Background: an optimization exercise with open tools, aiming at small area, a short achievable clock period and few clock cycles per item. Do not read the settings as production practice. Where RTL was checked, it was by simulation tests only, not by an equivalence proof against the original. Power and IR drop assume default switching activity.

rev 12:
==> flow/design.v <==
module c1_ldpc_enc (
    input  wire        clk,
    input  wire        rst,
    input  wire        in_valid,
    output wire        in_ready,
    input  wire [31:0] in_data,
    output wire        out_valid,
    input  wire        out_ready,
    output wire [31:0] out_data,
    output wire        out_last
);
    localparam integer RX0 = 123, RX1 = 86, RX2 = 12;
    localparam integer OFF0 = 103, OFF1 = 63, OFF2 = 105;
    reg        rdy;               
    reg  [6:0] wcnt;              
    reg  [1:0] ph;                
    reg        xdone;             
    reg        busy;              
    reg        r32, rx;           
    wire        take = in_valid && rdy && !rst;
    wire [31:0] x    = (in_valid && rdy) ? in_data : 32'd0;    
    reg [127:0] r0, r1, r2;
    genvar p;
    generate
        for (p = 0; p < 128; p = p + 1) begin : g_rot
            if (p < 32) begin : g_win
                always @(posedge clk) begin
                    r0[p] <= ((r32 & r0[(p + 32) % 128]) | (rx & r0[(p + RX0) % 128])) ^ x[p];
                    r1[p] <= ((r32 & r1[(p + 32) % 128]) | (rx & r1[(p + RX1) % 128])) ^ x[p];
                    r2[p] <= ((r32 & r2[(p + 32) % 128]) | (rx & r2[(p + RX2) % 128])) ^ x[p];
                end
            end else begin : g_mov
                always @(posedge clk) begin
                    r0[p] <= (r32 & r0[(p + 32) % 128]) | (rx & r0[(p + RX0) % 128]);
                    r1[p] <= (r32 & r1[(p + 32) % 128]) | (rx & r1[(p + RX1) % 128]);
                    r2[p] <= (r32 & r2[(p + 32) % 128]) | (rx & r2[(p + RX2) % 128]);
                end
            end
        end
    endgenerate
    reg        omode;             
    reg  [1:0] oph;               
    reg  [3:0] v;                 
    reg [31:0] obuf;
    reg        ov, olast;
    wire [31:0] w0, w1, w2;
    generate
        for (p = 0; p < 32; p = p + 1) begin : g_word
            assign w0[p] = r0[(OFF0 + p) % 128];
            assign w1[p] = r1[(OFF1 + p) % 128] ^ r0[(OFF0 + 64 + p) % 128];
            assign w2[p] = r2[(OFF2 + p) % 128] ^ r1[(OFF1 + 96 + p) % 128];
        end
    endgenerate
    wire        load = omode && (!ov || out_ready) && (oph == v[1:0]);
    wire        done = load && (v == 4'd11);
    reg        n_rdy, n_xdone, n_busy;
    reg  [6:0] n_wcnt;
    reg  [1:0] n_ph;
    always @(*) begin
        n_rdy   = rdy;
        n_wcnt  = wcnt;
        n_ph    = ph;
        n_xdone = xdone;
        n_busy  = busy;
        if (take) begin
            n_xdone = 1'b0;
            if (wcnt == 7'd107) begin
                n_wcnt = 7'd0;
                n_rdy  = 1'b0;
                n_busy = 1'b1;
            end else begin
                n_wcnt = wcnt + 7'd1;
            end
        end else if (rdy && wcnt != 7'd0) begin
            n_rdy = 1'b0;
            n_ph  = 2'd1;
            if (wcnt[1:0] == 2'd0) n_xdone = 1'b1;
        end else if (ph != 2'd0) begin
            n_ph = ph + 2'd1;
            if (ph == 2'd3) n_rdy = 1'b1;
        end else if (busy && done) begin
            n_busy = 1'b0;
            n_rdy  = 1'b1;
        end
    end
    always @(posedge clk) begin
        if (rst) begin
            rdy   <= 1'b1;
            wcnt  <= 7'd0;
            ph    <= 2'd0;
            xdone <= 1'b0;
            busy  <= 1'b0;
            r32   <= 1'b0;
            rx    <= 1'b0;
        end else begin
            rdy   <= n_rdy;
            wcnt  <= n_wcnt;
            ph    <= n_ph;
            xdone <= n_xdone;
            busy  <= n_busy;
            if (!n_busy && n_wcnt == 7'd0) begin
                r32 <= 1'b0;          
                rx  <= 1'b0;
            end else if (!n_busy && n_rdy && n_wcnt[1:0] == 2'd0 && !n_xdone) begin
                r32 <= 1'b0;
                rx  <= 1'b1;
            end else begin
                r32 <= 1'b1;
                rx  <= 1'b0;
            end
        end
    end
    always @(posedge clk) begin
        if (rst) begin
            omode <= 1'b0;
            oph   <= 2'd0;
            v     <= 4'd0;
            ov    <= 1'b0;
            olast <= 1'b0;
        end else begin
            oph <= oph + 2'd1;
            if (take && wcnt == 7'd107) begin
                omode <= 1'b1;
                oph   <= 2'd0;
            end else if (done) begin
                omode <= 1'b0;
            end
            if (load) begin
                ov    <= 1'b1;
                olast <= (v == 4'd11);
                v     <= (v == 4'd11) ? 4'd0 : v + 4'd1;
            end else if (out_ready) begin
                ov <= 1'b0;
            end
        end
    end
    wire s0 = !rst && load && !v[3] && !v[2];
    wire s1 = !rst && load && v[2];
    wire s2 = !rst && load && v[3];
    wire sh = !rst && !load;
    always @(posedge clk)
        obuf <= ({32{s0}} & w0) | ({32{s1}} & w1) | ({32{s2}} & w2) | ({32{sh}} & obuf);
    assign in_ready  = rdy;
    assign out_valid = ov;
    assign out_data  = obuf;
    assign out_last  = olast;
endmodule
make LEC_CHECK=0 CAP_MARGIN=20 CORE_MARGIN=2 CORE_UTILIZATION=75 CTS_BUF_LIST=sky130_fd_sc_hd__clkbuf_16 CTS_CLUSTER_DIAMETER=80 CTS_CLUSTER_SIZE=30 PLACE_DENSITY=0.8 SETUP_SLACK_MARGIN=3.5 SLEW_MARGIN=20 finish   # period 5.5 ns
run.sh (not shown) runs the stock make flow with config.mk's settings and CLKGATE_MAP_FILE= SYNTH_SCRIPT=/design/flow/synth_recipe.tcl, a recipe that flattens the netlist after the stock synthesis.
Changes in rev 13 relative to rev 12:
diff --git a/flow/design.v b/flow/design.v
--- a/flow/design.v
+++ b/flow/design.v
@@ -52,4 +52,5 @@
         end
     endgenerate
+    wire [31:0] word = v[3] ? w2 : (v[2] ? w1 : w0);
     wire        load = omode && (!ov || out_ready) && (oph == v[1:0]);
     wire        done = load && (v == 4'd11);
@@ -127,4 +128,5 @@
             end
             if (load) begin
+                obuf  <= word;
                 ov    <= 1'b1;
                 olast <= (v == 4'd11);
@@ -135,10 +137,4 @@
         end
     end
-    wire s0 = !rst && load && !v[3] && !v[2];
-    wire s1 = !rst && load && v[2];
-    wire s2 = !rst && load && v[3];
-    wire sh = !rst && !load;
-    always @(posedge clk)
-        obuf <= ({32{s0}} & w0) | ({32{s1}} & w1) | ({32{s2}} & w2) | ({32{sh}} & obuf);
     assign in_ready  = rdy;
     assign out_valid = ov;
Notes after the runs:
Rev 13: register area higher than rev 12. As of rev 13, wire length had fallen by a little under 10% compared to rev 12. Non-clock buffering overhead in the final layout delta for rev 13 relative to rev 12: 2.2 points lower. Between rev 12 and rev 13, the flow reports combinational power increasing by more than 10%. Taking rev 12 as the reference, in rev 13 leakage power figure went down by about 11%; maximum frequency went down by about 3%; final critical-path required period higher; number of ordinary and repair buffers in the finished layout went down; fraction of power spent switching nets up 0.32 points.
Testbench counts of rev 13, summed over its fixed seeds: cycles 30,728, words 256.
For rev 12, only the layout was checked, not whether the RTL still works.

========
## v6
Another version of the RTL of c1_ldpc_enc (not shown whole).
Size: about 71 I/O pins, about 16000 um^2 of cells after synthesis.
==> module c1_ldpc_enc, before the edit <==
module c1_ldpc_enc (
    input  wire        clk,
    input  wire        rst,
    input  wire        in_valid,
    output wire        in_ready,
    input  wire [31:0] in_data,
    output wire        out_valid,
    input  wire        out_ready,
    output wire [31:0] out_data,
    output wire        out_last
);
    localparam integer RX0 = 123, RX1 = 86, RX2 = 12;
    localparam integer OFF0 = 103, OFF1 = 63, OFF2 = 105;
    reg        rdy;               
    reg  [6:0] wcnt;              
    reg  [1:0] ph;                
    reg        xdone;             
    reg        busy;              
    reg        r32, rx;           
    wire        take = in_valid && rdy && !rst;
    wire [31:0] x    = (in_valid && rdy) ? in_data : 32'd0;    
    reg [127:0] r0, r1, r2;
    genvar p;
    generate
        for (p = 0; p < 128; p = p + 1) begin : g_rot
            if (p < 32) begin : g_win
                always @(posedge clk) begin
                    r0[p] <= ((r32 & r0[(p + 32) % 128]) | (rx & r0[(p + RX0) % 128])) ^ x[p];
                    r1[p] <= ((r32 & r1[(p + 32) % 128]) | (rx & r1[(p + RX1) % 128])) ^ x[p];
                    r2[p] <= ((r32 & r2[(p + 32) % 128]) | (rx & r2[(p + RX2) % 128])) ^ x[p];
                end
            end else begin : g_mov
                always @(posedge clk) begin
                    r0[p] <= (r32 & r0[(p + 32) % 128]) | (rx & r0[(p + RX0) % 128]);
                    r1[p] <= (r32 & r1[(p + 32) % 128]) | (rx & r1[(p + RX1) % 128]);
                    r2[p] <= (r32 & r2[(p + 32) % 128]) | (rx & r2[(p + RX2) % 128]);
                end
            end
        end
    endgenerate
    reg        omode;             
    reg  [1:0] oph;               
    reg  [3:0] v;                 
    reg [31:0] obuf;
    reg        ov, olast;
    wire [31:0] w0, w1, w2;
    generate
        for (p = 0; p < 32; p = p + 1) begin : g_word
            assign w0[p] = r0[(OFF0 + p) % 128];
            assign w1[p] = r1[(OFF1 + p) % 128] ^ r0[(OFF0 + 64 + p) % 128];
            assign w2[p] = r2[(OFF2 + p) % 128] ^ r1[(OFF1 + 96 + p) % 128];
        end
    endgenerate
    wire [31:0] word = v[3] ? w2 : (v[2] ? w1 : w0);
    wire        load = omode && (!ov || out_ready) && (oph == v[1:0]);
    wire        done = load && (v == 4'd11);
    reg        n_rdy, n_xdone, n_busy;
    reg  [6:0] n_wcnt;
    reg  [1:0] n_ph;
    always @(*) begin
        n_rdy   = rdy;
        n_wcnt  = wcnt;
        n_ph    = ph;
        n_xdone = xdone;
        n_busy  = busy;
        if (take) begin
            n_xdone = 1'b0;
            if (wcnt == 7'd107) begin
                n_wcnt = 7'd0;
                n_rdy  = 1'b0;
                n_busy = 1'b1;
            end else begin
                n_wcnt = wcnt + 7'd1;
            end
        end else if (rdy && wcnt != 7'd0) begin
            n_rdy = 1'b0;
            n_ph  = 2'd1;
            if (wcnt[1:0] == 2'd0) n_xdone = 1'b1;
        end else if (ph != 2'd0) begin
            n_ph = ph + 2'd1;
            if (ph == 2'd3) n_rdy = 1'b1;
        end else if (busy && done) begin
            n_busy = 1'b0;
            n_rdy  = 1'b1;
        end
    end
    always @(posedge clk) begin
        if (rst) begin
            rdy   <= 1'b1;
            wcnt  <= 7'd0;
            ph    <= 2'd0;
            xdone <= 1'b0;
            busy  <= 1'b0;
            r32   <= 1'b0;
            rx    <= 1'b0;
        end else begin
            rdy   <= n_rdy;
            wcnt  <= n_wcnt;
            ph    <= n_ph;
            xdone <= n_xdone;
            busy  <= n_busy;
            if (!n_busy && n_wcnt == 7'd0) begin
                r32 <= 1'b0;          
                rx  <= 1'b0;
            end else if (!n_busy && n_rdy && n_wcnt[1:0] == 2'd0 && !n_xdone) begin
                r32 <= 1'b0;
                rx  <= 1'b1;
            end else begin
                r32 <= 1'b1;
                rx  <= 1'b0;
            end
        end
    end
    always @(posedge clk) begin
        if (rst) begin
            omode <= 1'b0;
            oph   <= 2'd0;
            v     <= 4'd0;
            ov    <= 1'b0;
            olast <= 1'b0;
        end else begin
            oph <= oph + 2'd1;
            if (take && wcnt == 7'd107) begin
                omode <= 1'b1;
                oph   <= 2'd0;
            end else if (done) begin
                omode <= 1'b0;
            end
            if (load) begin
                ov    <= 1'b1;
                olast <= (v == 4'd11);
                v     <= (v == 4'd11) ? 4'd0 : v + 4'd1;
            end else if (out_ready) begin
                ov <= 1'b0;
            end
        end
    end
    always @(posedge clk) begin
        if (rst)       obuf <= 32'd0;
        else if (load) obuf <= word;
    end
    assign in_ready  = rdy;
    assign out_valid = ov;
    assign out_data  = obuf;
    assign out_last  = olast;
endmodule
==> flow/config.mk <==
export PLATFORM = sky130hd
export DESIGN_NAME = c1_ldpc_enc
export DESIGN_NICKNAME = c1_ldpc_enc
export VERILOG_FILES = /design/flow/design.v
export SDC_FILE = /design/flow/constraint.sdc
export NUM_CORES = 4
export LEC_CHECK = 0
export CAP_MARGIN = 20
export CORE_MARGIN = 2
export CORE_UTILIZATION = 75
export CTS_BUF_LIST = sky130_fd_sc_hd__clkbuf_16
export CTS_CLUSTER_DIAMETER = 80
export CTS_CLUSTER_SIZE = 30
export PLACE_DENSITY = 0.8
export SETUP_SLACK_MARGIN = 3.5
export SLEW_MARGIN = 20
==> flow/constraint.sdc <==
create_clock -name core_clock -period 5.5 [get_ports {clk}]
set_input_delay 1.1000 -clock core_clock [delete_from_list [all_inputs] [get_ports {clk}]]
set_output_delay 1.1000 -clock core_clock [all_outputs]
set_load 0.01 [all_outputs]
v6 finished every step from synthesis to the final layout, and the layout passed the timing, design-rule and antenna checks.
Testbench counts of v6, summed over its fixed seeds: cycles 30,728, words 256.
Relative to v6, the following input files were edited for v7:
--- a/flow/design.v
+++ b/flow/design.v
@@ -39,6 +39,4 @@
         end
     endgenerate
-    reg        omode;             
-    reg  [1:0] oph;               
     reg  [3:0] v;                 
     reg [31:0] obuf;
@@ -52,6 +50,5 @@
         end
     endgenerate
-    wire [31:0] word = v[3] ? w2 : (v[2] ? w1 : w0);
-    wire        load = omode && (!ov || out_ready) && (oph == v[1:0]);
+    wire        load = busy && (!ov || out_ready) && (ph == v[1:0]);
     wire        done = load && (v == 4'd11);
     reg        n_rdy, n_xdone, n_busy;
@@ -73,4 +70,11 @@
                 n_wcnt = wcnt + 7'd1;
             end
+        end else if (busy) begin
+            n_ph = ph + 2'd1;
+            if (done) begin
+                n_busy = 1'b0;
+                n_rdy  = 1'b1;
+                n_ph   = 2'd0;
+            end
         end else if (rdy && wcnt != 7'd0) begin
             n_rdy = 1'b0;
@@ -80,7 +84,4 @@
             n_ph = ph + 2'd1;
             if (ph == 2'd3) n_rdy = 1'b1;
-        end else if (busy && done) begin
-            n_busy = 1'b0;
-            n_rdy  = 1'b1;
         end
     end
@@ -114,17 +115,8 @@
     always @(posedge clk) begin
         if (rst) begin
-            omode <= 1'b0;
-            oph   <= 2'd0;
             v     <= 4'd0;
             ov    <= 1'b0;
             olast <= 1'b0;
         end else begin
-            oph <= oph + 2'd1;
-            if (take && wcnt == 7'd107) begin
-                omode <= 1'b1;
-                oph   <= 2'd0;
-            end else if (done) begin
-                omode <= 1'b0;
-            end
             if (load) begin
                 ov    <= 1'b1;
@@ -136,8 +128,10 @@
         end
     end
-    always @(posedge clk) begin
-        if (rst)       obuf <= 32'd0;
-        else if (load) obuf <= word;
-    end
+    wire s0 = !rst && load && !v[3] && !v[2];
+    wire s1 = !rst && load && v[2];
+    wire s2 = !rst && load && v[3];
+    wire sh = !rst && !load;
+    always @(posedge clk)
+        obuf <= ({32{s0}} & w0) | ({32{s1}} & w1) | ({32{s2}} & w2) | ({32{sh}} & obuf);
     assign in_ready  = rdy;
     assign out_valid = ov;
Findings:
- Non-clock buffer count in v7 vs v6: up 16
- Of v7 and v6, v7 shows the lower detailed-route wire length on metal 1, with v6 above it.
- v6 → v7: fraction of area in clock buffers and inverters ~0 delta, count of cells along the worst hold path -1, count of nets left with antenna violations after detail routing closely matched the old numbers, cell count decreased 103.
- Synthesized cell count in v7 is 130 below v6.
- Looking at v7 and v6, the final period demand of the worst path is a wash.
- Of v7 and v6, it is v7 that has the lower x dimension of the die.
- Going from v6 to v7, total power consumption of the routed design shrank by a few percent.
- The run showing the smaller first-pass detailed-route iteration total is v6.
Testbench counts of v7, summed over its fixed seeds: cycles 30,728, words 256.

==> separate check: timing with driven ports <==
No port has a modelled driver above. Below, the same layouts with a new extraction and two added sets of constraints.
Step 1 sets driving cells, clkbuf_16 on the clock port and buf_2 on the other inputs (assumed; they add their load-dependent delay and slew).
Step 2 adds t to the input delays and takes it off the output delays; t is the mean of the earliest and latest rising clock arrival at the registers after step 1. Input paths then give back, and output paths get back, about the clock's delay inside the block.
Three values: ideal ports, drivers, drivers and shift; two values: the first two.
run | t, ns | slack for setup (ns) | hold WS [ns]
rev 12 | 0.585 | 3.349 / 3.299 / 2.901 | 0.476 / 0.476 / 0.476
rev 13 | 0.575 | 3.281 / 3.232 / 2.942 | 0.472 / 0.472 / 0.472
v6 | 0.573 | 3.357 / 3.308 / 2.735 | 0.468 / 0.468 / 0.468
v7 | 0.573 | 3.358 / 3.310 / 2.913 | 0.473 / 0.473 / 0.473
After both steps every run listed still meets setup and hold. For v6, which loses most, drivers alone change the setup slack by -0.049 ns; drivers and shift together by -0.622 ns.
